This is an optimization exercise on Yosys and OpenROAD, whose aim is small area, a short achievable clock period and few clock cycles per item, not a production implementation. No run shown here included a check of the RTL's function; only the layout flow was run. Power is estimated from default activity; no workload was simulated.

==> design.v <==
module lp_div (
    input  wire        clk,
    input  wire        rst,         
    input  wire        start,       
    input  wire        signed_op,   
    input  wire [31:0] dividend,    
    input  wire [31:0] divisor,     
    output wire        in_ready,
    output reg         done,
    output wire [31:0] quotient,
    output wire [31:0] remainder,
    output wire        dz,          
    output wire        ov           
);
    function [5:0] lzc32(input [31:0] x);
        reg [15:0] z1; reg [15:0] c1;
        reg [7:0]  z2; reg [15:0] c2;
        reg [3:0]  z3; reg [11:0] c3;
        reg [1:0]  z4; reg [7:0]  c4;
        integer i;
        begin
            for (i = 0; i < 16; i = i + 1) begin
                z1[i] = ~(x[2*i+1] | x[2*i]);
                c1[i] = ~x[2*i+1];
            end
            for (i = 0; i < 8; i = i + 1) begin
                z2[i] = z1[2*i+1] & z1[2*i];
                c2[2*i +: 2] = z1[2*i+1] ? {1'b1, c1[2*i]} : {1'b0, c1[2*i+1]};
            end
            for (i = 0; i < 4; i = i + 1) begin
                z3[i] = z2[2*i+1] & z2[2*i];
                c3[3*i +: 3] = z2[2*i+1] ? {1'b1, c2[4*i +: 2]} : {1'b0, c2[4*i+2 +: 2]};
            end
            for (i = 0; i < 2; i = i + 1) begin
                z4[i] = z3[2*i+1] & z3[2*i];
                c4[4*i +: 4] = z3[2*i+1] ? {1'b1, c3[6*i +: 3]} : {1'b0, c3[6*i+3 +: 3]};
            end
            lzc32 = (z4[1] & z4[0]) ? 6'd32
                  : (z4[1] ? {2'b01, c4[3:0]} : {2'b00, c4[7:4]});
        end
    endfunction
    function [5:0] lzmag(input [31:0] x, input neg);
        reg pw;
        integer i;
        begin
            pw = neg;
            for (i = 1; i < 32; i = i + 1)
                pw = pw & (x[i] | ~x[i-1]);
            lzmag = lzc32(x ^ {32{neg}}) - {5'd0, pw};
        end
    endfunction
    reg        a_vld;
    reg [31:0] a_dvd;       
    reg [31:0] a_dsr;       
    reg [5:0]  a_lza;       
    reg [5:0]  a_lzd;       
    reg        a_nq, a_nr;
    reg        b_busy;      
    reg        b_fix;       
    reg [4:0]  b_cnt;       
    reg [31:0] b_rem;       
    reg [31:0] b_d;         
    reg [31:0] b_q;         
    reg        b_nq, b_nr, b_dz, b_ov;
    wire b_free = ~b_busy & ~b_fix;
    wire load = a_vld & b_free;
    assign in_ready = ~a_vld | b_free;
    wire        dvd_neg = signed_op & dividend[31];
    wire        dsr_neg = signed_op & divisor[31];
    wire       a_dz = a_lzd[5];
    wire [5:0] sh   = a_lzd - a_lza;          
    wire       qz   = (a_lzd < a_lza);        
    wire [31:0] d_al = a_dsr << sh[4:0];
    wire       short = qz | a_dz;
    wire       a_ov = a_nr & ~a_nq & (a_lza == 6'd0) & (a_lzd == 6'd31);
    wire [32:0] diff = {1'b0, b_rem} - {1'b0, b_d};
    wire        fits = ~diff[32];
    always @(posedge clk) begin
        if (rst) begin
            a_vld  <= 1'b0;
            b_busy <= 1'b0;
            b_fix  <= 1'b0;
            done   <= 1'b0;
        end else begin
            if (start & in_ready) begin
                a_vld <= 1'b1;
            end else if (load) begin
                a_vld <= 1'b0;
            end
            if (load) begin
                b_busy <= ~short;
                b_fix  <= short & a_nr;
                done   <= short & ~a_nr;
            end else if (b_busy) begin
                b_busy <= (b_cnt != 5'd0);
                b_fix  <= (b_cnt == 5'd0) & (b_nq | b_nr);
                done   <= (b_cnt == 5'd0) & ~(b_nq | b_nr);
            end else begin
                b_fix  <= 1'b0;
                done   <= b_fix;
            end
        end
        if (start & in_ready) begin
            a_dvd <= dvd_neg ? (32'd0 - dividend) : dividend;
            a_dsr <= dsr_neg ? (32'd0 - divisor)  : divisor;
            a_lza <= lzmag(dividend, dvd_neg);
            a_lzd <= lzmag(divisor, dsr_neg);
            a_nq  <= dvd_neg ^ dsr_neg;
            a_nr  <= dvd_neg;
        end
        if (load) begin
            b_rem <= a_dvd;
            b_d   <= d_al;
            b_q   <= a_dz ? (a_nq ? 32'd1 : 32'hFFFF_FFFF) : 32'd0;
            b_cnt <= sh[4:0];
            b_nq  <= a_nq;
            b_nr  <= a_nr;
            b_dz  <= a_dz;
            b_ov  <= a_ov;
        end else if (b_busy) begin
            if (fits) b_rem <= diff[31:0];
            b_d   <= {1'b0, b_d[31:1]};
            b_q   <= {b_q[30:0], fits};
            b_cnt <= b_cnt - 5'd1;
        end else if (b_fix) begin
            if (b_nq & ~b_dz) b_q <= 32'd0 - b_q;
            if (b_nr) b_rem <= 32'd0 - b_rem;
        end
    end
    assign quotient  = b_q;
    assign remainder = b_rem;
    assign dz = b_dz;
    assign ov = b_ov;
endmodule
==> run.sh <==
#!/bin/bash
# synth_recipe.tcl (not shown) runs the flow's synth.tcl, then flattens the netlist and writes it again
# the make line also repeats each setting of config.mk as NAME=value (left out here)
make -C /OpenROAD-flow-scripts/flow DESIGN_CONFIG=/design/flow/config.mk WORK_HOME=/design/flow/orfs CLKGATE_MAP_FILE= SYNTH_SCRIPT=/design/flow/synth_recipe.tcl finish
==> config.mk <==
export PLATFORM = sky130hd
export DESIGN_NAME = lp_div
export DESIGN_NICKNAME = lp_div
export VERILOG_FILES = /design/flow/design.v
export SDC_FILE = /design/flow/constraint.sdc
export NUM_CORES = 4
export LEC_CHECK = 0
export CAP_MARGIN = 20
export CORE_MARGIN = 2
export CORE_UTILIZATION = 40
export SETUP_SLACK_MARGIN = 2.0
export SLEW_MARGIN = 20
==> constraint.sdc <==
create_clock -name core_clock -period 5.0 [get_ports {clk}]
set_input_delay 1.0000 -clock core_clock [delete_from_list [all_inputs] [get_ports {clk}]]
set_output_delay 1.0000 -clock core_clock [all_outputs]
set_load 0.01 [all_outputs]
==> flow_metrics.py, run 1 <==
metrics = {
    "status": {
        "outcome": "timing/DRC/antenna clean",
    },
    "floorplan": {
        "die_w_um": 201,
        "core_um2": 38500,
        "io_pins": 136,
        "dieArea_um2": 40400,
        "initial_core_util_pct": 40.3,
        "die_h_um": 201,
        "num_rows": 72,
    },
    "drt": {
        "post-route-drc-count": 0,
        "wire_per_inst_um": 20.5,
        "via_per_inst": 5.90,
        "drtAntennaViolNets": 0,
        "drtPass1Iterations": 5,
        "totalWireLength_um": 49700,
        "vias": 14300,
        "initialDrtViolationCount": 1235,
    },
    "critical_path": {
        "rrSetupSlack_ns": 1.94,
        "cpMaxStageDelayCell": "a2111oi_4",
        "required_ns": 5.21,
        "cp-end-kind": "flip-flop",
        "crit_fanout": 9,
        "critPathMaxStageDelay_ns": 0.42,
        "setup.worst_path.start_class": "primary input",
        "path_cells": "clkdlybuf4s15_1 > nand4_1 > or2_2 > a2111oi_4 > nor3_4 > a32oi_1 > ha_2 > ha_4 > nand2_2 > mux2_4",
        "crit_type": "primary input to flip-flop",
        "rr_endpoint": "b_rem[18]",
        "r2r-start": "b_rem[0]",
        "reg2reg_depth": 12,
        "cp.arrival_ns": 3.32,
    },
    "placed_design": {
        "hpwl_um": 36600,
        "routabilityCongestion": 0.954,
        "port_buffers": 135,
    },
    "clock_network": {
        "cts-root-buf": "clkbuf_16",
        "cts_tree": "built",
        "cts_inserted_buffers": 17,
        "clkTransAtPathRegs_ns": 0.07,
        "cts.path.max_buffers": 2,
        "cts_sinks": 187,
        "clock_latency_ns": 0.46,
        "htreeDepth": 4,
    },
    "global_routing": {
        "grt_pass1_wl_um": 75600,
        "grt_max_degree": 79,
        "grt-ovfl-total": 0,
        "antenna_found_initial": 0,
        "grt_use_total_pct": 23.8,
        "first_global_vias": 13000,
    },
    "sta": {
        "setup_viol": 0,
        "fmax_ghz": 0.322,
        "layout_min_cycle_time_ns": 3.11,
        "worst_pin_slew_ns": 0.997,
        "maxSlewViolCount": 0,
        "finClkSkew_ns": 0.0152,
        "fin_crit_sh_pct": 62.2,
        "final.setup.tns_ns": 0,
        "hold_viol": 0,
        "whs_ns": 0.544,
        "slew_headroom_pct": 33.5,
        "rsz0062_at_grt": "yes",
    },
    "power_and_ir_drop": {
        "ir_worst_vdd_mv": 0.267,
        "p_switching_uw": 2060,
        "p_leak_uw": 0.00689,
        "p_per_area_nw_per_um2": 296,
        "seq_power_share_pct": 37.3,
        "swShare_pct": 36.8,
        "clkPwrFrac_pct": 24.8,
        "pwr-share-comb_pct": 37.9,
        "internal_power_uw": 3530,
    },
    "finish": {
        "diodes": 0,
        "nets": 2013,
        "multi_input_area_um2": 9660,
        "seqCellArea_um2": 5580,
        "areaGrowthSynthToFinish_pct": 21.6,
        "nFillCells": 3654,
        "layout-drive-gt1-share_pct": 16.5,
    },
    "synthesis": {
        "synthDominantCellAreaShare_pct": 35.4,
        "ys_seq_area_share_pct": 35.9,
        "postSynthAreaPerCell_um2": 8.77,
        "yosysWarnings": 1,
        "synth_edf_count": 183,
        "ys_types": 96,
        "synth_most_common_cell": "edfxtp_1",
        "synth_common_cells": "edfxtp_1 (183), nand2_1 (159), a21oi_1 (148), nor2_1 (144), o21ai_0 (122)",
        "syn-cell-area_um2": 15500,
        "yosys_register_bits": 187,
        "netlist_instances": 1770,
        "yosys.area.top_type": "edfxtp_1",
        "synth_flop_cell": "edfxtp_1",
        "ys_top_cells_by_area": "edfxtp_1 (35%), a21oi_1 (4.8%), xnor2_1 (4.6%)",
        "async_flop_share_pct": 0,
        "synth_fp_nets": 1890,
    },
    "job": {
        "cap_violations": 0,
    },
    "min_path": {
        "worstHoldEndpoint": "b_nr",
        "worstHoldPathType": "flip-flop to flip-flop",
        "min_from": "a_nr",
        "hold_path_depth": 0,
    },
}
==> flip-flops by register name, summed over array words and instances, names as in the netlist <==
| signal | flops |
|---|---|
| a_nr | 1 |
| b_d | 32 |
| a_dsr | 32 |
| b_dz | 1 |
| b_nr | 1 |
| b_fix | 1 |
| b_cnt | 5 |
| a_lza | 6 |
| b_busy | 1 |
| a_dvd | 32 |
| a_vld | 1 |
| b_q | 32 |
| b_rem | 32 |
| a_lzd | 6 |
| a_nq | 1 |
| b_ov | 1 |
| b_nq | 1 |
| done | 1 |
==> how the worst max path moves through the flow <==
stage / startpoint / end / slack, ns / cells past startpoint
2_1_floorplan: dividend[15] / a_lza[4] / 1.63 / 10
3_3_place_gp: divisor[31] / a_lzd[5] / 0.79 / 10
3_5_place_dp: divisor[31] / a_lzd[5] / 0.68 / 10
4_1_cts: divisor[13] / a_lzd[5] / 1.86 / 10
5_1_grt: dividend[6] / a_lza[4] / 1.86 / 10
6_report: dividend[6] / a_lza[4] / 1.89 / 10
==> per-stage QoR <==
stage	instance area (µm²)	worst slack, ns	util [%]	instances	power, µW
global placement	17300	0.788	45.1	2324	4020
global route	18900	1.86	49.1	2424	5870
detailed placement	17300	0.676	45.1	2324	4030
CTS	18500	1.86	48.2	2397	5500
floorplan	15700	1.63	-	1770	3410
finish	18900	1.89	49.1	2424	5590
==> timing repair <==
item,in CTS,in global routing
setup buffers,35,26
hold buffers,0,0
pin swaps,16,14
endpoints found under the hold margin,0,0
gates cloned,6,1
endpoints found under the setup margin,92,81
resized for setup,193,89
==> layout make-up <==
class,count,area share (%)
tap,518,3.43
clock inverter,15,0.882
inverter,93,1.96
timing repair buffer,225,10.6
clock buffer,17,2.25
timing repair inverter,3,0.126
multi-input combinational,1366,51.2
sequential,187,29.6
==> cells in the final DEF, fill, tap and decap left out, types with 18 or more instances in the layout <==
| cell | instances |
|---|---|
| a211oi_1 | 36 |
| buf_4 | 77 |
| o31ai_1 | 21 |
| edfxtp_1 | 183 |
| a31oi_1 | 25 |
| mux2i_1 | 54 |
| ha_1 | 36 |
| nand3_1 | 35 |
| dlygate4sd2_1 | 32 |
| a21oi_1 | 140 |
| o22ai_1 | 19 |
| nor2b_1 | 22 |
| nand4_1 | 28 |
| clkbuf_16 | 18 |
| nor3_1 | 34 |
| nand2_1 | 154 |
| clkdlybuf4s50_1 | 70 |
| inv_1 | 86 |
| o21ai_0 | 119 |
| nor2_1 | 137 |
| xnor2_1 | 80 |
| xor2_1 | 47 |
==> kinds of logic (layout without fill, tap and decap cells) <==
group / Yosys count / in the layout / share of synthesized area (%)
DFF: 187 / 187 / 35.9
and+or+nand+nor: 568 / 568 / 18.7
AOI/OAI and AO/OA: 540 / 541 / 22.8
buffers and inverters: 218 / 353 / 5.57
xor gates and xnor gates: 129 / 129 / 7.28
muxes: 76 / 76 / 5.51
adders and majority gates: 52 / 52 / 4.29
==> per-layer routing <==
| layer | share of wire [%] | global-route usage [%] |
|---|---|---|
| met5 | 0 | 0 |
| met4 | 2.5 | 7.70 |
| met3 | 6.3 | 3.65 |
| met2 | 45 | 36.5 |
| met1 | 46 | 34.3 |
==> critical path, delay by kind of cell <==
family	cells	cell delay, ns
AO/OA/AOI/OAI	2	0.65
AND/OR/NAND/NOR	4	0.61
buffers and inverters	1	0.40
adder cells (fa/ha/maj)	2	0.37
multiplexers	1	0.29
==> power groups by stage <==
| stage | clock, µW | sequential (µW) | combinational (µW) |
|---|---|---|---|
| floorplan | 0 | 2090 | 1320 |
| global placement | 0 | 2130 | 1890 |
| detailed placement | 0 | 2130 | 1900 |
| CTS | 1410 | 2090 | 1990 |
| global route | 1460 | 2110 | 2300 |
| finish | 1390 | 2090 | 2120 |
==> run 2: changes to the inputs <==
--- a/config.mk
+++ b/config.mk
@@ -8,5 +8,4 @@
 export CAP_MARGIN = 20
 export CORE_MARGIN = 2
 export CORE_UTILIZATION = 40
-export SETUP_SLACK_MARGIN = 2.0
 export SLEW_MARGIN = 20
==> run 2 against run 1 <==
Compared with the run above: critical endpoint is now a_lzd[5]; combinational power down 9%; maximum frequency down 24%; highest routed layer unchanged; still clean; critical path type unchanged; worst setup slack worse by 0.96 ns; synthesized cell count unchanged; non-clock buffer count down 61.
==> flow_metrics.py, run 2 <==
metrics = {
    "sta": {
        "hold_viol": 0,
        "fmax_ghz": 0.246,
        "finClkSkew_ns": 0.0107,
        "whs_ns": 0.530,
        "fin_crit_sh_pct": 81.3,
        "slew_headroom_pct": 34.1,
        "rsz0062_at_grt": "no",
        "maxSlewViolCount": 0,
        "setup_viol": 0,
        "layout_min_cycle_time_ns": 4.06,
        "worst_pin_slew_ns": 0.989,
        "final.setup.tns_ns": 0,
    },
    "min_path": {
        "worstHoldPathType": "flip-flop to flip-flop",
    },
    "status": {
        "outcome": "timing/DRC/antenna clean",
    },
    "floorplan": {
        "initial_core_util_pct": 40.3,
        "die_h_um": 201,
        "core_um2": 38500,
        "io_pins": 136,
        "num_rows": 72,
        "die_w_um": 201,
        "dieArea_um2": 40400,
    },
    "synthesis": {
        "ys_seq_area_share_pct": 35.9,
        "postSynthAreaPerCell_um2": 8.77,
        "yosys_register_bits": 187,
        "async_flop_share_pct": 0,
        "synth_flop_cell": "edfxtp_1",
        "synth_edf_count": 183,
        "synth_most_common_cell": "edfxtp_1",
        "yosysWarnings": 1,
        "synth_common_cells": "edfxtp_1 (183), nand2_1 (159), a21oi_1 (148), nor2_1 (144), o21ai_0 (122)",
        "synth_fp_nets": 1890,
        "ys_top_cells_by_area": "edfxtp_1 (35%), a21oi_1 (4.8%), xnor2_1 (4.6%)",
        "yosys.area.top_type": "edfxtp_1",
        "netlist_instances": 1770,
        "syn-cell-area_um2": 15500,
        "synthDominantCellAreaShare_pct": 35.4,
        "ys_types": 96,
    },
    "finish": {
        "nets": 1948,
        "final_cells": 2359,
        "areaGrowthSynthToFinish_pct": 14.8,
        "layout_common_cells": "edfxtp_1 (183), nand2_1 (159), a21oi_1 (148)",
        "diodes": 0,
        "nFillCells": 3762,
        "layout_commonest_cell": "edfxtp_1",
        "final_core_util_pct": 46.3,
        "layout-drive-gt1-share_pct": 7.28,
    },
    "drt": {
        "vias": 14000,
        "dr_wl_met2_um": 21200,
        "highest_layer": "met4",
        "via_per_inst": 5.92,
        "drtPass1Iterations": 6,
        "drtAntennaViolNets": 0,
        "post-route-drc-count": 0,
        "initialDrtViolationCount": 1294,
        "totalWireLength_um": 47900,
        "wire_per_inst_um": 20.3,
        "wl_met1_um": 22600,
        "met3_wirelength_um": 3120,
    },
    "power_and_ir_drop": {
        "ir_worst_vdd_mv": 0.250,
        "p_per_area_nw_per_um2": 299,
        "p_leak_uw": 0.00643,
    },
    "clock_network": {
        "clkTransAtPathRegs_ns": 0.07,
        "ctsResizeCount": 0,
        "cts.path.max_buffers": 2,
        "htreeDepth": 4,
        "cts_sinks": 187,
        "post_cts_buffers": 0,
        "hold_buffers": 0,
        "cts-root-buf": "clkbuf_16",
        "cts_tree": "built",
        "cts_inserted_buffers": 17,
        "clock_latency_ns": 0.44,
    },
    "critical_path": {
        "cp.arrival_ns": 4.26,
        "crit_fanout": 18,
        "required_ns": 5.20,
        "setup.worst_path.start_class": "primary input",
        "crit_type": "primary input to flip-flop",
        "cp-end-kind": "flip-flop",
    },
    "placed_design": {
        "routabilityCongestion": 0.952,
        "dp_cells": 2327,
        "hpwl_um": 36600,
        "port_buffers": 135,
    },
    "global_routing": {
        "grt_use_total_pct": 23.2,
        "antenna_found_initial": 0,
        "grt_pass1_wl_um": 74200,
        "grt_max_degree": 79,
        "grt-ovfl-total": 0,
        "first_global_vias": 12900,
    },
    "job": {
        "cap_violations": 0,
    },
}
run 2: cells by family (layout without fill, tap and decap cells):
group,count (synthesis),after routing,synth area share [%]
XOR/XNOR,129,129,7.28
adder cells (fa/ha/maj),52,52,4.29
AND/OR/NAND/NOR,568,568,18.7
buffers and inverters,218,289,5.57
flip-flops,187,187,35.9
multiplexers,76,76,5.51
AO/OA/AOI/OAI,540,540,22.8
run 2: worst max-delay path, cell delays in order:
cell,delay [ns]
clkdlybuf4s50_1,0.81
and2_1,0.46
buf_4,0.30
or3_1,0.13
a21oi_1,0.07
a2111oi_0,0.56
o32a_1,0.26
ha_1,0.17
and3_4,0.19
mux2_4,0.30
run 2: layout make-up:
| type | instances | area [µm²] | area share, % |
|---|---|---|---|
| Multi-Input combinational cell | 1365 | 9120 | 51.2 |
| Timing Repair Buffer | 164 | 1570 | 8.81 |
| Sequential cell | 187 | 5580 | 31.3 |
| Tap cell | 518 | 648 | 3.64 |
| Clock buffer | 17 | 425 | 2.39 |
| Inverter | 93 | 349 | 1.96 |
| Clock inverter | 15 | 130 | 0.730 |
run 2: final timing paths:
kind | from | end | slack, ns | cells past startpoint
setup reg to reg | b_rem[0] | b_rem[1] | 1.24 | 11
hold / removal | a_dvd[0] | b_rem[0] | 0.53 | 2
setup / recovery | divisor[31] | a_lzd[5] | 0.94 | 10
hold reg to reg | a_dvd[0] | b_rem[0] | 0.53 | 2
run 2: metal layers:
| layer | vias to the layer above | GRT usage [%] |
|---|---|---|
| met4 | 0 | 6.30 |
| met5 | - | 0 |
| met1 | 6694 | 34.5 |
| li1 | 6722 | - |
| met2 | 506 | 35.2 |
| met3 | 52 | 2.99 |
run 2: where the power goes:
group / internal [µW] / switching, µW / total (µW) / leakage (µW)
combinational: 794 / 1130 / 1920 / 0.00436
sequential: 1930 / 164 / 2100 / 0.00180
clock: 655 / 654 / 1310 / 0.000273
run 2: per-stage QoR:
step	setup slack [ns]	instance area [µm²]	total power [µW]
final	0.936	17800	5330
after global routing	0.810	17800	5610
after CTS	1.01	17800	5330
after detailed placement	0.540	17300	4020
after global placement	0.668	17300	4010
after floorplan	1.14	15500	3400
==> run 3: changes to the inputs <==
--- a/design.v
+++ b/design.v
@@ -12,6 +12,43 @@
     output wire        dz,          
     output wire        ov           
 );
+    function [31:0] below_or(input [31:0] x);
+        reg [31:0] p;
+        integer l, i, j;
+        begin
+            p = {x[30:0], 1'b0};
+            for (l = 0; l < 5; l = l + 1)
+                for (i = 0; i < 32; i = i + 1)
+                    if ((i >> l) & 1) begin
+                        j = ((i >> l) << l) - 1;
+                        p[i] = p[i] | p[j];
+                    end
+            below_or = p;
+        end
+    endfunction
+    function [31:0] cneg(input [31:0] x, input s);
+        cneg = x ^ ({32{s}} & below_or(x));
+    endfunction
+    function [32:0] sub32(input [31:0] x, input [31:0] y);
+        reg [31:0] g, p, t;
+        integer l, i, j;
+        begin
+            t = x ^ ~y;
+            g = x & ~y;
+            p = t;
+            for (l = 0; l < 5; l = l + 1)
+                for (i = 0; i < 32; i = i + 1)
+                    if ((i >> l) & 1) begin
+                        j = ((i >> l) << l) - 1;
+                        g[i] = g[i] | (p[i] & g[j]);
+                        p[i] = p[i] & p[j];
+                    end
+            sub32[32] = g[31] | p[31];
+            sub32[0]  = ~t[0];
+            for (i = 1; i < 32; i = i + 1)
+                sub32[i] = t[i] ^ (g[i-1] | p[i-1]);
+        end
+    endfunction
     function [5:0] lzc32(input [31:0] x);
         reg [15:0] z1; reg [15:0] c1;
         reg [7:0]  z2; reg [15:0] c2;
@@ -65,16 +102,22 @@
     wire b_free = ~b_busy & ~b_fix;
     wire load = a_vld & b_free;
     assign in_ready = ~a_vld | b_free;
-    wire        dvd_neg = signed_op & dividend[31];
-    wire        dsr_neg = signed_op & divisor[31];
-    wire       a_dz = a_lzd[5];
-    wire [5:0] sh   = a_lzd - a_lza;          
-    wire       qz   = (a_lzd < a_lza);        
-    wire [31:0] d_al = a_dsr << sh[4:0];
-    wire       short = qz | a_dz;
-    wire       a_ov = a_nr & ~a_nq & (a_lza == 6'd0) & (a_lzd == 6'd31);
-    wire [32:0] diff = {1'b0, b_rem} - {1'b0, b_d};
-    wire        fits = ~diff[32];
+    wire take = start & in_ready;
+    wire dvd_neg = signed_op & dividend[31];
+    wire dsr_neg = signed_op & divisor[31];
+    wire [6:0]  shd  = {1'b0, a_lzd} - {1'b0, a_lza};
+    wire [5:0]  sh   = shd[5:0];              
+    wire        qz   = shd[6];                
+    wire        a_dz = a_lzd[5];
+    wire        short = qz | a_dz;
+    wire [31:0] d_s0 = sh[0] ? {a_dsr[30:0], 1'b0}  : a_dsr;
+    wire [31:0] d_s1 = sh[1] ? {d_s0[29:0], 2'b0}   : d_s0;
+    wire [31:0] d_s2 = sh[2] ? {d_s1[27:0], 4'b0}   : d_s1;
+    wire [31:0] d_s3 = sh[3] ? {d_s2[23:0], 8'b0}   : d_s2;
+    wire [31:0] d_al = sh[4] ? {d_s3[15:0], 16'b0}  : d_s3;
+    wire        a_ov = a_nr & ~a_nq & (a_lza == 6'd0) & (a_lzd == 6'd31);
+    wire [32:0] diff = sub32(b_rem, b_d);
+    wire        fits = diff[32];
     always @(posedge clk) begin
         if (rst) begin
             a_vld  <= 1'b0;
@@ -82,7 +125,7 @@
             b_fix  <= 1'b0;
             done   <= 1'b0;
         end else begin
-            if (start & in_ready) begin
+            if (take) begin
                 a_vld <= 1'b1;
             end else if (load) begin
                 a_vld <= 1'b0;
@@ -100,9 +143,9 @@
                 done   <= b_fix;
             end
         end
-        if (start & in_ready) begin
-            a_dvd <= dvd_neg ? (32'd0 - dividend) : dividend;
-            a_dsr <= dsr_neg ? (32'd0 - divisor)  : divisor;
+        if (take) begin
+            a_dvd <= cneg(dividend, dvd_neg);
+            a_dsr <= cneg(divisor, dsr_neg);
             a_lza <= lzmag(dividend, dvd_neg);
             a_lzd <= lzmag(divisor, dsr_neg);
             a_nq  <= dvd_neg ^ dsr_neg;
@@ -123,8 +166,8 @@
             b_q   <= {b_q[30:0], fits};
             b_cnt <= b_cnt - 5'd1;
         end else if (b_fix) begin
-            if (b_nq & ~b_dz) b_q <= 32'd0 - b_q;
-            if (b_nr) b_rem <= 32'd0 - b_rem;
+            b_q   <= cneg(b_q, b_nq & ~b_dz);
+            b_rem <= cneg(b_rem, b_nr);
         end
     end
     assign quotient  = b_q;
--- a/config.mk
+++ b/config.mk
@@ -8,4 +8,5 @@
 export CAP_MARGIN = 20
 export CORE_MARGIN = 2
 export CORE_UTILIZATION = 40
+export SETUP_SLACK_MARGIN = 2.5
 export SLEW_MARGIN = 20
==> run 3 against run 2 <==
Compared with the run above: design area up 18%; die area down 6.6%; clock skew up 0.0074 ns; non-clock buffer count up 253; worst setup slack better by 0.94 ns; synthesized cell count down 9.9%; sequential share of layout area down 4.7 points; largest cell class unchanged.
==> flow_metrics.py, run 3 <==
metrics = {
    "placed_design": {
        "dp_cells": 2119,
        "port_buffers": 135,
        "routabilityCongestion": 0.904,
        "hpwl_um": 31700,
    },
    "drt": {
        "vias": 14200,
        "wire_per_inst_um": 20.4,
        "initialDrtViolationCount": 989,
        "drtAntennaViolNets": 0,
        "totalWireLength_um": 49100,
        "drtPass1Iterations": 5,
        "post-route-drc-count": 0,
        "via_per_inst": 5.89,
    },
    "floorplan": {
        "core_um2": 35600,
        "initial_core_util_pct": 40.7,
        "io_pins": 136,
        "die_w_um": 194,
        "die_h_um": 194,
        "num_rows": 69,
        "dieArea_um2": 37700,
    },
    "finish": {
        "areaGrowthSynthToFinish_pct": 44.9,
        "nets": 2052,
        "layout-drive-gt1-share_pct": 34.6,
        "nFillCells": 3027,
        "final_cells": 2410,
        "diodes": 0,
        "layout_commonest_cell": "buf_4",
        "layout_common_cells": "buf_4 (222), edfxtp_1 (183), nand2_1 (116)",
    },
    "synthesis": {
        "synth_most_common_cell": "edfxtp_1",
        "ys_seq_area_share_pct": 38.5,
        "synthDominantCellAreaShare_pct": 38.0,
        "synth_flop_cell": "edfxtp_1",
        "yosysWarnings": 1,
        "synth_fp_nets": 1710,
        "async_flop_share_pct": 0,
        "ys_top_cells_by_area": "edfxtp_1 (38%), xnor2_1 (5.8%), o21ai_0 (4.4%)",
        "synth_edf_count": 183,
        "yosys.area.top_type": "edfxtp_1",
        "syn-cell-area_um2": 14500,
        "synth_common_cells": "edfxtp_1 (183), nand2_1 (138), o21ai_0 (127), nor2_1 (124), a21oi_1 (118)",
        "ys_types": 74,
        "yosys_register_bits": 187,
        "netlist_instances": 1594,
        "postSynthAreaPerCell_um2": 9.08,
    },
    "sta": {
        "layout_min_cycle_time_ns": 3.13,
        "rsz0062_at_grt": "yes",
        "maxSlewViolCount": 0,
        "hold_viol": 0,
        "fin_crit_sh_pct": 62.5,
        "final.setup.tns_ns": 0,
        "fmax_ghz": 0.320,
        "setup_viol": 0,
        "slew_headroom_pct": 34.2,
        "finClkSkew_ns": 0.0180,
        "worst_pin_slew_ns": 0.978,
        "whs_ns": 0.536,
    },
    "critical_path": {
        "critPathMaxStageDelay_ns": 0.39,
        "crit_type": "primary input to flip-flop",
        "cp.arrival_ns": 3.32,
        "required_ns": 5.19,
        "cpMaxStageDelayCell": "a2111oi_2",
        "path_cells": "buf_12 > nand2_8 > inv_6 > ha_4 > and4b_1 > a32oi_2 > nor2b_2 > a211o_1 > a211oi_2 > a2111oi_2 > ha_2 > and3_4 > mux2_4",
        "setup.worst_path.start_class": "primary input",
        "cp-end-kind": "flip-flop",
        "crit_fanout": 4,
    },
    "clock_network": {
        "clkTransAtPathRegs_ns": 0.07,
        "clock_latency_ns": 0.45,
        "cts-root-buf": "clkbuf_16",
        "htreeDepth": 4,
        "cts_sinks": 187,
        "cts_inserted_buffers": 17,
        "cts.path.max_buffers": 2,
        "cts_tree": "built",
        "hold_buffers": 0,
    },
    "power_and_ir_drop": {
        "p_switching_uw": 2180,
        "p_per_area_nw_per_um2": 293,
        "pwr-share-comb_pct": 43.1,
        "swShare_pct": 35.4,
        "ir_worst_vdd_mv": 0.234,
        "finalPower_uw": 6140,
        "seq_power_share_pct": 33.8,
        "internal_power_uw": 3970,
        "p_leak_uw": 0.00807,
        "clkPwrFrac_pct": 23.1,
    },
    "global_routing": {
        "grt_pass1_wl_um": 74800,
        "grt-ovfl-total": 0,
        "first_global_vias": 13500,
        "antenna_found_initial": 1,
        "grt_max_degree": 58,
        "grt_use_total_pct": 24.9,
    },
    "job": {
        "cap_violations": 0,
    },
    "status": {
        "outcome": "timing/DRC/antenna clean",
    },
    "min_path": {
        "worstHoldPathType": "flip-flop to flip-flop",
    },
}
[run 3: path summary, 6_finish.rpt]
| kind | slack, ns | from | cells after the start | end |
|---|---|---|---|---|
| max | 1.87 | signed_op | 13 | a_lzd[5] |
| min | 0.54 | a_dvd[4] | 2 | b_rem[4] |
| max reg2reg | 1.87 | a_lzd[0] | 10 | b_d[21] |
| min reg2reg | 0.54 | a_dvd[4] | 2 | b_rem[4] |
[run 3: layout make-up]
| type | instances | area [µm²] | share of cell area [%] |
|---|---|---|---|
| clock inverters | 11 | 136 | 0.650 |
| clock buffers | 21 | 460 | 2.20 |
| flip-flops and latches | 187 | 5580 | 26.6 |
| multi-input cells | 1222 | 10100 | 47.9 |
| inverters | 91 | 349 | 1.66 |
| well taps | 461 | 577 | 2.75 |
| repair buffers | 417 | 3820 | 18.2 |
[run 3: cell families (layout without fill, tap and decap cells)]
| family | after synthesis | in the layout | synth area share, % |
|---|---|---|---|
| xor+xnor | 151 | 153 | 9.13 |
| mux | 72 | 72 | 6.78 |
| buf+inv | 188 | 540 | 4.90 |
| fa+ha+maj | 48 | 48 | 4.20 |
| simple gates | 494 | 495 | 16.7 |
| flops | 187 | 187 | 38.5 |
| compound gates | 454 | 454 | 19.7 |
[run 3: power by group through the flow]
stage / Sequential [µW] / Combinational (µW) / Clock [µW]
6_report: 2080 / 2650 / 1420
5_1_grt: 2090 / 2850 / 1490
4_1_cts: 2080 / 2380 / 1420
3_5_place_dp: 2170 / 1880 / 0
3_3_place_gp: 2160 / 1850 / 0
2_1_floorplan: 2130 / 1320 / 0
[run 3: layer usage]
| metal | track usage (%) | vias to the layer above | share of wire, % |
|---|---|---|---|
| li1 | - | 6648 | - |
| met1 | 33.8 | 6886 | 42 |
| met2 | 42.1 | 579 | 49 |
| met3 | 2.78 | 86 | 6.5 |
| met4 | 6.85 | 0 | 2.3 |
| met5 | 0 | - | 0 |
[run 3: per-stage QoR]
stage | utilization, % | worst slack, ns | area [µm²]
4_1_cts | 55.9 | 1.84 | 19900
6_report | 59.0 | 1.87 | 21000
5_1_grt | 59.0 | 1.78 | 21000
2_1_floorplan | - | 0.971 | 15100
3_3_place_gp | 47.1 | 0.690 | 16700
3_5_place_dp | 47.1 | 0.601 | 16700
[run 3: worst max-delay path: cells and delay by family]
kind | cells | cell delay, ns
mux | 1 | 0.30
buf+inv | 2 | 0.14
compound gates | 4 | 0.72
simple gates | 4 | 0.68
fa+ha+maj | 2 | 0.48
[run 3: timing repair]
| action | in CTS | in global routing |
|---|---|---|
| hold endpoints to repair | 0 | 0 |
| resized for setup | 531 | 153 |
| gates cloned | 5 | 1 |
| buffers inserted | 174 | 79 |
| pin swaps | 122 | 102 |
| endpoints found under the setup margin | 287 | 174 |
==> run 4: changes to the inputs <==
--- a/config.mk
+++ b/config.mk
@@ -8,5 +8,5 @@
 export CAP_MARGIN = 20
 export CORE_MARGIN = 2
 export CORE_UTILIZATION = 40
-export SETUP_SLACK_MARGIN = 2.5
+export SETUP_SLACK_MARGIN = 1.5
 export SLEW_MARGIN = 20
==> run 4 against run 3 <==
Compared with the run above: core utilization down 10 points; combinational power down 28%; still clean; final cell count down 9.7%; sequential share of layout area up 5.5 points; register-to-register slack worse by 0.19 ns; synthesized cell count unchanged; routed wire length down 13%; clock power down 3%; power down 12%.
==> flow_metrics.py, run 4 <==
metrics = {
    "status": {
        "outcome": "timing/DRC/antenna clean",
    },
    "drt": {
        "vias": 12800,
        "post-route-drc-count": 0,
        "wire_per_inst_um": 19.7,
        "drtAntennaViolNets": 0,
        "via_per_inst": 5.87,
        "drtPass1Iterations": 7,
        "totalWireLength_um": 42900,
        "initialDrtViolationCount": 998,
    },
    "critical_path": {
        "cp-end-kind": "flip-flop",
        "required_ns": 5.20,
        "path_buf_inv": 1,
        "crit_fanout": 8,
        "crit_type": "primary input to flip-flop",
        "critPathMaxStageDelay_ns": 0.55,
        "path_cells": "dlygate4sd2_1 > or4_1 > o32a_1 > o21bai_2 > nor3b_2 > a32oi_1 > ha_1 > ha_1 > nand2_1 > mux2_2",
        "cp_top_family": "simple AND/OR/NAND/NOR gates",
        "setup.worst_path.start_class": "primary input",
        "cp.arrival_ns": 3.62,
        "cpMostUsedCell": "ha_1",
        "cpMaxStageDelayCell": "or4_1",
    },
    "floorplan": {
        "initial_core_util_pct": 40.7,
        "die_w_um": 194,
        "core_um2": 35600,
        "io_pins": 136,
        "num_rows": 69,
        "dieArea_um2": 37700,
        "die_h_um": 194,
    },
    "sta": {
        "setup_viol": 0,
        "layout_min_cycle_time_ns": 3.41,
        "hold_viol": 0,
        "maxSlewViolCount": 0,
        "final.setup.tns_ns": 0,
        "rsz0062_at_grt": "yes",
        "worst_pin_slew_ns": 0.919,
        "slew_headroom_pct": 38.5,
        "fin_crit_sh_pct": 68.3,
        "fmax_ghz": 0.293,
        "finClkSkew_ns": 0.0136,
    },
    "placed_design": {
        "dp_cells": 2121,
        "hpwl_um": 31500,
        "routabilityCongestion": 0.904,
        "port_buffers": 135,
    },
    "power_and_ir_drop": {
        "swShare_pct": 36.1,
        "seq_power_share_pct": 39.1,
        "p_leak_uw": 0.00647,
        "clkPwrFrac_pct": 25.4,
        "internal_power_uw": 3460,
        "ir_worst_vdd_mv": 0.247,
        "p_per_area_nw_per_um2": 312,
        "pwr-share-comb_pct": 35.4,
        "p_switching_uw": 1960,
    },
    "job": {
        "cap_violations": 0,
    },
    "clock_network": {
        "cts-root-buf": "clkbuf_16",
        "cts_inserted_buffers": 17,
        "clkTransAtPathRegs_ns": 0.08,
        "clock_latency_ns": 0.45,
        "cts_tree": "built",
        "cts.path.max_buffers": 2,
        "cts_sinks": 187,
        "htreeDepth": 4,
    },
    "global_routing": {
        "antenna_found_initial": 0,
        "grt_max_degree": 68,
        "grt-ovfl-total": 0,
        "first_global_vias": 12100,
        "grt_pass1_wl_um": 67300,
        "grt_use_total_pct": 22.2,
    },
    "synthesis": {
        "synth_most_common_cell": "edfxtp_1",
        "async_flop_share_pct": 0,
        "syn-cell-area_um2": 14500,
        "synth_common_cells": "edfxtp_1 (183), nand2_1 (138), o21ai_0 (127), nor2_1 (124), a21oi_1 (118)",
        "ys_types": 74,
        "synthDominantCellAreaShare_pct": 38.0,
        "yosys.area.top_type": "edfxtp_1",
        "synth_flop_cell": "edfxtp_1",
        "postSynthAreaPerCell_um2": 9.08,
        "yosysWarnings": 1,
        "synth_edf_count": 183,
        "ys_top_cells_by_area": "edfxtp_1 (38%), xnor2_1 (5.8%), o21ai_0 (4.4%)",
        "netlist_instances": 1594,
        "yosys_register_bits": 187,
        "synth_fp_nets": 1710,
        "ys_seq_area_share_pct": 38.5,
    },
    "finish": {
        "diodes": 0,
        "layout_commonest_cell": "edfxtp_1",
        "areaGrowthSynthToFinish_pct": 20.0,
        "final_cells": 2176,
        "layout_common_cells": "edfxtp_1 (183), nand2_1 (133), o21ai_0 (127)",
        "nets": 1818,
        "layout-drive-gt1-share_pct": 10.3,
        "nFillCells": 3405,
    },
    "min_path": {
        "worstHoldPathType": "flip-flop to flip-flop",
    },
}
run 4: cell counts after synthesis:
No cell type changed its count.
run 4: area by class of cell:
class                           count  area, µm²  share of cell area (%)
Clock buffer                       17        425                    2.45
Clock inverter                     15        170                   0.979
Tap cell                          461        577                    3.32
Timing Repair inverter              1       7.51                  0.0432
Multi-Input combinational cell   1220       8460                    48.7
Sequential cell                   187       5580                    32.1
Inverter                           91        355                    2.05
Timing Repair Buffer              184       1800                    10.4
run 4: worst paths after layout:
path | from | to | slack, ns | cells past startpoint
worst max-delay path | dividend[22] | a_lza[4] | 1.59 | 10
worst min-delay path | a_dvd[5] | b_rem[5] | 0.56 | 1
worst max register to register | b_rem[0] | b_rem[28] | 1.68 | 7
worst min register to register | a_dvd[5] | b_rem[5] | 0.56 | 1
run 4: per-layer routing:
| metal | track usage (%) | up-vias | part of all wire [%] |
|---|---|---|---|
| li1 | - | 6179 | - |
| met1 | 30.9 | 6133 | 45 |
| met2 | 35.9 | 397 | 47 |
| met3 | 2.82 | 57 | 5.2 |
| met4 | 7.24 | 0 | 2.4 |
| met5 | 0 | - | 0 |
run 4: cell families after synthesis:
| group | share of synthesized area (%) |
|---|---|
| AOI/OAI and AO/OA | 19.7 |
| DFF | 38.5 |
| and+or+nand+nor | 16.7 |
| muxes | 6.78 |
| buffers and inverters | 4.90 |
| xor gates and xnor gates | 9.13 |
| adders and majority gates | 4.20 |
run 4: timing repair:
action / in CTS / in global routing
setup buffers: 9 / 10
gates resized for setup: 41 / 50
pin swaps: 6 / 8
cloned: 2 / 1
hold buffers: 0 / 0
endpoints found under the setup margin: 57 / 52
run 4: power groups by stage:
stage,sequential [µW],clock [µW],combinational [µW]
6_report,2120,1380,1920
5_1_grt,2140,1470,2100
4_1_cts,2120,1410,1880
3_5_place_dp,2150,0,1840
3_3_place_gp,2150,0,1810
2_1_floorplan,2130,0,1240
run 4: stage by stage:
| stage | utilization (%) | total power (µW) | worst slack (ns) | instance area, µm² | hold slack [ns] |
|---|---|---|---|---|---|
| 2_1_floorplan | - | 3370 | 0.971 | 14600 | 0.467 |
| 3_3_place_gp | 45.9 | 3960 | 0.477 | 16300 | 0.539 |
| 3_5_place_dp | 45.9 | 4000 | 0.400 | 16300 | 0.545 |
| 4_1_cts | 48.1 | 5410 | 1.39 | 17100 | 0.569 |
| 5_1_grt | 48.8 | 5710 | 1.46 | 17400 | 0.585 |
| 6_report | 48.8 | 5420 | 1.59 | 17400 | 0.564 |
==> run 5: changes to the inputs <==
--- a/design.v
+++ b/design.v
@@ -49,6 +49,26 @@
                 sub32[i] = t[i] ^ (g[i-1] | p[i-1]);
         end
     endfunction
+    function [34:0] add35(input [34:0] x, input [34:0] y, input cin);
+        reg [34:0] g, p, t;
+        integer l, i, j;
+        begin
+            t = x ^ y;
+            g = x & y;
+            p = t;
+            g[0] = g[0] | (p[0] & cin);
+            for (l = 0; l < 6; l = l + 1)
+                for (i = 0; i < 35; i = i + 1)
+                    if ((i >> l) & 1) begin
+                        j = ((i >> l) << l) - 1;
+                        g[i] = g[i] | (p[i] & g[j]);
+                        p[i] = p[i] & p[j];
+                    end
+            add35[0] = t[0] ^ cin;
+            for (i = 1; i < 35; i = i + 1)
+                add35[i] = t[i] ^ g[i-1];
+        end
+    endfunction
     function [5:0] lzc32(input [31:0] x);
         reg [15:0] z1; reg [15:0] c1;
         reg [7:0]  z2; reg [15:0] c2;
@@ -94,7 +114,7 @@
     reg        a_nq, a_nr;
     reg        b_busy;      
     reg        b_fix;       
-    reg [4:0]  b_cnt;       
+    reg [3:0]  b_cnt;       
     reg [31:0] b_rem;       
     reg [31:0] b_d;         
     reg [31:0] b_q;         
@@ -110,14 +130,23 @@
     wire        qz   = shd[6];                
     wire        a_dz = a_lzd[5];
     wire        short = qz | a_dz;
-    wire [31:0] d_s0 = sh[0] ? {a_dsr[30:0], 1'b0}  : a_dsr;
-    wire [31:0] d_s1 = sh[1] ? {d_s0[29:0], 2'b0}   : d_s0;
+    wire [31:0] d_s1 = sh[1] ? {a_dsr[29:0], 2'b0}  : a_dsr;
     wire [31:0] d_s2 = sh[2] ? {d_s1[27:0], 4'b0}   : d_s1;
     wire [31:0] d_s3 = sh[3] ? {d_s2[23:0], 8'b0}   : d_s2;
     wire [31:0] d_al = sh[4] ? {d_s3[15:0], 16'b0}  : d_s3;
     wire        a_ov = a_nr & ~a_nq & (a_lza == 6'd0) & (a_lzd == 6'd31);
-    wire [32:0] diff = sub32(b_rem, b_d);
-    wire        fits = diff[32];
+    wire [32:0] r1 = sub32(b_rem, b_d);
+    wire [32:0] r2 = sub32(b_rem, {b_d[30:0], 1'b0});
+    wire [34:0] x3 = {3'b000, b_rem};
+    wire [34:0] y3 = ~{3'b000, b_d};
+    wire [34:0] z3 = ~{2'b00, b_d, 1'b0};
+    wire [34:0] cs_s = x3 ^ y3 ^ z3;
+    wire [34:0] cs_c = (x3 & y3) | (x3 & z3) | (y3 & z3);
+    wire [34:0] r3 = add35(cs_s, {cs_c[33:0], 1'b1}, 1'b1);
+    wire        f1 = r1[32];
+    wire        f2 = r2[32] & ~b_d[31];
+    wire        f3 = ~r3[34];
+    wire [31:0] rem_nx = f3 ? r3[31:0] : f2 ? r2[31:0] : f1 ? r1[31:0] : b_rem;
     always @(posedge clk) begin
         if (rst) begin
             a_vld  <= 1'b0;
@@ -135,9 +164,9 @@
                 b_fix  <= short & a_nr;
                 done   <= short & ~a_nr;
             end else if (b_busy) begin
-                b_busy <= (b_cnt != 5'd0);
-                b_fix  <= (b_cnt == 5'd0) & (b_nq | b_nr);
-                done   <= (b_cnt == 5'd0) & ~(b_nq | b_nr);
+                b_busy <= (b_cnt != 4'd0);
+                b_fix  <= (b_cnt == 4'd0) & (b_nq | b_nr);
+                done   <= (b_cnt == 4'd0) & ~(b_nq | b_nr);
             end else begin
                 b_fix  <= 1'b0;
                 done   <= b_fix;
@@ -155,16 +184,16 @@
             b_rem <= a_dvd;
             b_d   <= d_al;
             b_q   <= a_dz ? (a_nq ? 32'd1 : 32'hFFFF_FFFF) : 32'd0;
-            b_cnt <= sh[4:0];
+            b_cnt <= sh[4:1];
             b_nq  <= a_nq;
             b_nr  <= a_nr;
             b_dz  <= a_dz;
             b_ov  <= a_ov;
         end else if (b_busy) begin
-            if (fits) b_rem <= diff[31:0];
-            b_d   <= {1'b0, b_d[31:1]};
-            b_q   <= {b_q[30:0], fits};
-            b_cnt <= b_cnt - 5'd1;
+            b_rem <= rem_nx;
+            b_d   <= {2'b00, b_d[31:2]};
+            b_q   <= {b_q[29:0], f2, f3 | (f1 & ~f2)};
+            b_cnt <= b_cnt - 4'd1;
         end else if (b_fix) begin
             b_q   <= cneg(b_q, b_nq & ~b_dz);
             b_rem <= cneg(b_rem, b_nr);
--- a/config.mk
+++ b/config.mk
@@ -8,5 +8,5 @@
 export CAP_MARGIN = 20
 export CORE_MARGIN = 2
 export CORE_UTILIZATION = 40
-export SETUP_SLACK_MARGIN = 1.5
+export SETUP_SLACK_MARGIN = 1.0
 export SLEW_MARGIN = 20
==> run 5 against run 4 <==
Compared with the run above: area after synthesis is 20% higher; still clean; highest routed layer unchanged; worst hold slack worse by 0.042 ns; critical path depth is 1 lower; design area is 17% higher; die area is 19% higher; routed wire length is 25% higher; critical path type is now flip-flop to flip-flop; core utilization is 1.4 points lower; sequential power hardly changed; clock power is 4% higher; clock-buffer cell count stayed put; power is 29% higher.
==> flow_metrics.py, run 5 <==
metrics = {
    "finish": {
        "nFillCells": 4085,
        "layout_commonest_cell": "edfxtp_1",
        "layout_common_cells": "edfxtp_1 (182), o21ai_0 (180), a21oi_1 (156)",
        "layout-drive-gt1-share_pct": 7.65,
        "final_core_util_pct": 47.5,
        "nets": 2276,
        "diodes": 0,
        "areaGrowthSynthToFinish_pct": 17.6,
    },
    "drt": {
        "drtAntennaViolNets": 0,
        "post-route-drc-count": 0,
        "drtPass1Iterations": 7,
        "initialDrtViolationCount": 1348,
        "vias": 15600,
        "via_per_inst": 5.87,
        "wire_per_inst_um": 20.2,
        "totalWireLength_um": 53800,
    },
    "synthesis": {
        "ys_seq_area_share_pct": 32.0,
        "netlist_instances": 1961,
        "synth_edf_count": 182,
        "synth_most_common_cell": "o21ai_0",
        "yosys_register_bits": 186,
        "syn-cell-area_um2": 17300,
        "ys_top_cells_by_area": "edfxtp_1 (32%), ha_1 (7.7%), xnor2_1 (5.9%)",
        "synth_fp_nets": 2172,
        "synth_common_cells": "o21ai_0 (185), edfxtp_1 (182), a21oi_1 (157), nand2_1 (155), nor2_1 (129)",
        "synth_flop_cell": "edfxtp_1",
        "yosysWarnings": 1,
        "synthDominantCellAreaShare_pct": 31.6,
        "ys_types": 78,
        "yosys.area.top_type": "edfxtp_1",
        "async_flop_share_pct": 0,
        "postSynthAreaPerCell_um2": 8.83,
    },
    "critical_path": {
        "cp_top_family": "simple AND/OR/NAND/NOR gates",
        "required_ns": 5.21,
        "cp.arrival_ns": 4.09,
        "cp-end-kind": "flip-flop",
        "cpMaxStageDelayCell": "or4_4",
        "path_cells": "or4_4 > or4_4 > or4_4 > or4_1 > or2_1 > or4_4 > o21ai_2 > xor2_1 > o21ai_1",
        "path_buf_inv": 0,
        "setup.worst_path.start_class": "flip-flop",
        "cpMostUsedCell": "or4_4",
        "critPathMaxStageDelay_ns": 0.57,
        "crit_fanout": 7,
        "rrSetupSlack_ns": 1.11,
        "crit_type": "flip-flop to flip-flop",
    },
    "clock_network": {
        "cts_sinks": 186,
        "hold_buffers": 0,
        "cts_tree": "built",
        "clock_latency_ns": 0.46,
        "clkTransAtPathRegs_ns": 0.07,
        "cts-root-buf": "clkbuf_16",
        "htreeDepth": 4,
        "cts.path.max_buffers": 2,
        "cts_inserted_buffers": 17,
    },
    "global_routing": {
        "grtUsageMet2_pct": 37.8,
        "grt_use_total_pct": 23.9,
        "antenna_found_initial": 0,
        "first_global_vias": 14800,
        "grt-ovfl-total": 0,
        "grt_pass1_wl_um": 83400,
        "use_met1_pct": 33.6,
        "grt_max_degree": 79,
        "grt_use_met3_pct": 3.28,
        "gr-max-usage-layer": "met2",
    },
    "floorplan": {
        "core_um2": 42900,
        "dieArea_um2": 45000,
        "die_h_um": 212,
        "num_rows": 76,
        "io_pins": 136,
        "die_w_um": 212,
        "initial_core_util_pct": 40.4,
    },
    "power_and_ir_drop": {
        "p_per_area_nw_per_um2": 343,
        "seq_power_share_pct": 30.6,
        "ir_worst_vdd_mv": 0.248,
        "swShare_pct": 40.6,
        "p_leak_uw": 0.00757,
        "p_switching_uw": 2830,
        "pwr-share-comb_pct": 48.8,
        "internal_power_uw": 4150,
        "clkPwrFrac_pct": 20.6,
    },
    "sta": {
        "finClkSkew_ns": 0.0158,
        "maxSlewViolCount": 0,
        "rsz0062_at_grt": "no",
        "fmax_ghz": 0.257,
        "worst_pin_slew_ns": 1.05,
        "setup_viol": 0,
        "slew_headroom_pct": 29.6,
        "hold_viol": 0,
        "layout_min_cycle_time_ns": 3.89,
        "final.setup.tns_ns": 0,
        "fin_crit_sh_pct": 77.7,
    },
    "min_path": {
        "worstHoldPathType": "flip-flop to flip-flop",
    },
    "placed_design": {
        "hpwl_um": 40400,
        "port_buffers": 135,
        "routabilityCongestion": 0.919,
    },
    "job": {
        "cap_violations": 0,
    },
    "status": {
        "outcome": "timing/DRC/antenna clean",
    },
}
==> run 5: timing repair <==
item / 4_1_cts / 5_1_grt
buffers inserted: 6 / 9
hold endpoints to repair: 0 / 0
gates cloned: 1 / 1
pin swaps: 4 / 1
resized for setup: 15 / 34
setup endpoints to repair: 67 / 67
==> run 5: cell families (layout without fill, tap and decap cells) <==
logic type	after synthesis	in the layout	synth area share (%)
compound gates	616	616	22.2
simple gates	537	538	15.3
buf+inv	213	329	4.67
xor+xnor	206	206	10.4
flops	186	186	32.0
fa+ha+maj	143	143	11.9
mux	60	60	3.50
==> run 5: worst reg2reg max path, stage by stage (launching register included) <==
cell	delay [ns]
edfxtp_1	0.46
or4_4	0.57
or4_4	0.47
or4_4	0.56
or4_1	0.43
or2_1	0.32
or4_4	0.45
o21ai_2	0.13
xor2_1	0.17
o21ai_1	0.07
==> run 5: metrics by stage <==
stage | std cells | cell area, µm² | worst slack (ns) | total power (µW) | hold slack [ns]
4_1_cts | 2653 | 20100 | 1.01 | 6930 | 0.519
2_1_floorplan | 1961 | 17300 | 1.01 | 4450 | 0.452
3_5_place_dp | 2614 | 19400 | 0.494 | 5450 | 0.506
6_report | 2663 | 20400 | 1.11 | 6980 | 0.523
5_1_grt | 2663 | 20400 | 0.997 | 7420 | 0.541
3_3_place_gp | 2614 | 19400 | 0.423 | 5400 | 0.497
==> run 5: power by group through the flow <==
stage                     Sequential [µW]  Clock (µW)  Combinational (µW)
after CTS                            2140        1460                3330
after global placement               2170           0                3230
after floorplan                      2150           0                2300
final                                2140        1440                3410
after global routing                 2160        1520                3750
after detailed placement             2170           0                3280
==> run 5: area by class of cell <==
class | count | area [µm²] | area share (%)
Clock buffer | 17 | 425 | 2.09
Clock inverter | 15 | 181 | 0.891
Inverter | 95 | 360 | 1.77
Multi-Input combinational cell | 1563 | 11200 | 54.9
Sequential cell | 186 | 5550 | 27.2
Tap cell | 585 | 732 | 3.59
Timing Repair Buffer | 202 | 1940 | 9.50
==> run 5: path summary, 6_finish.rpt <==
check,startpoint,to,cells past startpoint
worst max-delay path,b_q[1],b_q[31],9
worst min register to register,b_busy,b_fix,2
worst max register to register,b_q[1],b_q[31],9
worst min-delay path,b_busy,b_fix,2
==> run 5: metal layers <==
| metal | share of wire (%) | vias up | routed length, µm |
|---|---|---|---|
| met3 | 5.8 | 87 | 3140 |
| met1 | 46 | 7522 | 24700 |
| met2 | 45 | 512 | 24400 |
| li1 | - | 7498 | - |
| met5 | 0 | - | 0 |
| met4 | 2.9 | 0 | 1580 |
==> run 6: changes to the inputs <==
--- a/config.mk
+++ b/config.mk
@@ -8,5 +8,5 @@
 export CAP_MARGIN = 20
 export CORE_MARGIN = 2
 export CORE_UTILIZATION = 40
-export SETUP_SLACK_MARGIN = 1.0
+export SETUP_SLACK_MARGIN = 1.6
 export SLEW_MARGIN = 20
==> run 6 against run 5 <==
Compared with the run above: still clean on timing, DRC and antenna; clock-buffer cell count unchanged; non-clock buffer count grew 155; final cell count up 6.1%; clock power hardly changed; synthesized cell count did not move; global-route usage rose by 0.92 points; power rose by 11%.
==> flow_metrics.py, run 6 <==
metrics = {
    "critical_path": {
        "setup.worst_path.start_class": "flip-flop",
        "critPathMaxStageDelay_ns": 0.47,
        "cp-end-kind": "flip-flop",
        "cp.arrival_ns": 3.91,
        "cpMaxStageDelayCell": "fa_1",
        "path_cells": "inv_4 > fa_1 > ha_4 > and2_1 > a22o_1 > or2_4 > o21ba_4 > o21ai_4 > a31oi_4 > nand2b_4 > nor4_4 > nor2_4 > buf_6 > buf_16",
        "crit_fanout": 8,
        "required_ns": 5.22,
        "rrSetupSlack_ns": 1.31,
        "crit_type": "flip-flop to flip-flop",
    },
    "synthesis": {
        "synth_fp_nets": 2172,
        "async_flop_share_pct": 0,
        "yosysWarnings": 1,
        "netlist_instances": 1961,
        "ys_types": 78,
        "syn-cell-area_um2": 17300,
        "synth_edf_count": 182,
        "synth_flop_cell": "edfxtp_1",
        "yosys.area.top_type": "edfxtp_1",
        "postSynthAreaPerCell_um2": 8.83,
        "synthDominantCellAreaShare_pct": 31.6,
        "ys_seq_area_share_pct": 32.0,
        "synth_most_common_cell": "o21ai_0",
        "ys_top_cells_by_area": "edfxtp_1 (32%), ha_1 (7.7%), xnor2_1 (5.9%)",
        "yosys_register_bits": 186,
        "synth_common_cells": "o21ai_0 (185), edfxtp_1 (182), a21oi_1 (157), nand2_1 (155), nor2_1 (129)",
    },
    "floorplan": {
        "die_h_um": 212,
        "core_um2": 42900,
        "io_pins": 136,
        "initial_core_util_pct": 40.4,
        "die_w_um": 212,
        "num_rows": 76,
        "dieArea_um2": 45000,
    },
    "sta": {
        "hold_viol": 0,
        "slew_headroom_pct": 34.1,
        "final.setup.tns_ns": 0,
        "fin_crit_sh_pct": 73.8,
        "rsz0062_at_grt": "yes",
        "finClkSkew_ns": 0.0210,
        "layout_min_cycle_time_ns": 3.69,
        "fmax_ghz": 0.271,
        "worst_pin_slew_ns": 0.989,
        "maxSlewViolCount": 0,
        "setup_viol": 0,
    },
    "power_and_ir_drop": {
        "clkPwrFrac_pct": 18.6,
        "swShare_pct": 41.2,
        "internal_power_uw": 4560,
        "p_switching_uw": 3190,
        "pwr-share-comb_pct": 54.1,
        "p_per_area_nw_per_um2": 338,
        "ir_worst_vdd_mv": 0.290,
        "p_leak_uw": 0.00864,
        "seq_power_share_pct": 27.3,
    },
    "drt": {
        "wl_met1_um": 25200,
        "drtAntennaViolNets": 0,
        "initialDrtViolationCount": 1587,
        "drtPass1Iterations": 9,
        "met3_wirelength_um": 3970,
        "wire_per_inst_um": 20.4,
        "highest_layer": "met4",
        "post-route-drc-count": 0,
        "dr_wl_met2_um": 26900,
        "vias": 16600,
        "via_per_inst": 5.87,
        "totalWireLength_um": 57700,
    },
    "status": {
        "outcome": "timing/DRC/antenna clean",
    },
    "global_routing": {
        "grt-ovfl-total": 0,
        "grt_pass1_wl_um": 87400,
        "grt_max_degree": 79,
        "grt_use_total_pct": 24.8,
        "first_global_vias": 15700,
        "antenna_found_initial": 0,
    },
    "clock_network": {
        "clock_latency_ns": 0.46,
        "cts_tree": "built",
        "hold_buffers": 0,
        "cts.path.max_buffers": 2,
        "cts-root-buf": "clkbuf_16",
        "clkTransAtPathRegs_ns": 0.09,
        "cts_sinks": 186,
        "htreeDepth": 4,
        "cts_inserted_buffers": 17,
    },
    "placed_design": {
        "port_buffers": 135,
        "hpwl_um": 39800,
        "dpl_cell_area_um2": 19500,
        "routabilityCongestion": 0.936,
    },
    "job": {
        "cap_violations": 0,
    },
    "finish": {
        "layout_common_cells": "buf_4 (189), edfxtp_1 (182), o21ai_0 (149)",
        "fin_area_um2": 22900,
        "diodes": 0,
        "areaGrowthSynthToFinish_pct": 32.3,
        "layout-drive-gt1-share_pct": 22.4,
        "layout_commonest_cell": "buf_4",
        "nFillCells": 3874,
        "nets": 2438,
    },
    "min_path": {
        "worstHoldPathType": "flip-flop to flip-flop",
    },
}
## run 6: cell type report
cell class / count / area [µm²] / area share (%)
repair buffers: 357 / 3180 / 13.9
flip-flops and latches: 186 / 5550 / 24.2
well taps: 585 / 732 / 3.20
multi-input cells: 1569 / 12400 / 54.0
inverters: 95 / 443 / 1.93
clock inverters: 15 / 194 / 0.847
repair inverters: 1 / 8.76 / 0.0382
clock buffers: 17 / 425 / 1.86
## run 6: worst max-delay path, delay by kind of cell, from the launching register on
kind	cells	cell delay, ns
simple gates	5	1.11
compound gates	4	0.76
fa+ha+maj	2	0.71
flops	1	0.43
buf+inv	3	0.43
## run 6: timing repair
action	4_1_cts	5_1_grt
cloned	4	6
buffers inserted	137	55
endpoints found under the setup margin	101	107
gates resized for setup	215	150
pin swaps	43	60
## run 6: per-layer routing
| metal | vias up | GRT usage [%] |
|---|---|---|
| li1 | 7816 | - |
| met1 | 8045 | 34.2 |
| met2 | 604 | 40.6 |
| met3 | 119 | 3.84 |
| met4 | 0 | 6.31 |
| met5 | - | 0 |
## run 6: worst paths after layout
kind,start,end,cells past startpoint
setup reg to reg,b_d[10],b_rem[30],14
hold / removal,a_nr,b_nr,0
setup / recovery,b_d[10],b_rem[30],14
hold reg to reg,a_nr,b_nr,0
## run 6: power by group through the flow
| stage | clock, µW | sequential (µW) | combinational (µW) |
|---|---|---|---|
| after global placement | 0 | 2190 | 3210 |
| after CTS | 1460 | 2110 | 3870 |
| final | 1440 | 2110 | 4200 |
| after floorplan | 0 | 2150 | 2370 |
| after global routing | 1520 | 2130 | 4550 |
| after detailed placement | 0 | 2190 | 3270 |
## run 6: kinds of logic (layout without fill, tap and decap cells)
kind of cell	Yosys count	in the layout	synth area share [%]
fa+ha+maj	143	143	11.9
xor+xnor	206	207	10.4
flops	186	186	32.0
compound gates	616	616	22.2
mux	60	60	3.50
simple gates	537	543	15.3
buf+inv	213	485	4.67
## run 6: through the flow
step / total power (µW) / hold slack (ns) / cells / util [%] / setup WS [ns]
3_5_place_dp: 5460 / 0.534 / 2591 / 45.5 / 0.505
4_1_cts: 7430 / 0.543 / 2764 / 51.5 / 1.41
3_3_place_gp: 5400 / 0.516 / 2591 / 45.5 / 0.614
6_report: 7750 / 0.536 / 2825 / 53.4 / 1.31
2_1_floorplan: 4520 / 0.452 / 1961 / - / 1.21
5_1_grt: 8200 / 0.547 / 2825 / 53.4 / 1.23

[separate check: timing with driven ports]
No port has a modelled driver above. Below, the same layouts with a new extraction and two added sets of constraints.
Step 1 sets driving cells, clkbuf_16 on the clock port and buf_2 on the other inputs (assumed; they add their load-dependent delay and slew).
Step 2 adds t to the input delays and takes it off the output delays; t is the mean of the earliest and latest rising clock arrival at the registers after step 1. Input paths then give back, and output paths get back, about the clock's delay inside the block.
Slacks: no drivers / after step 1 / after step 2; pairs: no drivers / after step 1.
run | t, ns | setup slack, ns | worst hold slack (ns) | worst setup path at the end | worst slew at a driven data input, ns
run 1 | 0.506 | 1.892 / 1.907 / 1.401 | 0.544 / 0.544 / 0.544 | input to register | 0.05
run 2 | 0.489 | 0.936 / 0.964 / 0.474 | 0.530 / 0.530 / 0.530 | input to register | 0.05
run 3 | 0.497 | 1.874 / 1.874 / 1.386 | 0.536 / 0.536 / 0.536 | input to register | 0.07
run 4 | 0.489 | 1.586 / 1.618 / 1.129 | 0.564 / 0.564 / 0.564 | input to register | 0.07
run 5 | 0.514 | 1.113 / 1.113 / 0.715 | 0.523 / 0.523 / 0.523 | input to register | 0.04
run 6 | 0.508 | 1.312 / 1.312 / 1.208 | 0.536 / 0.536 / 0.536 | input to register | 0.05
After both steps every run listed still meets setup and hold. For run 1, which loses most, drivers alone change the setup slack by +0.015 ns; drivers and shift together by -0.491 ns.
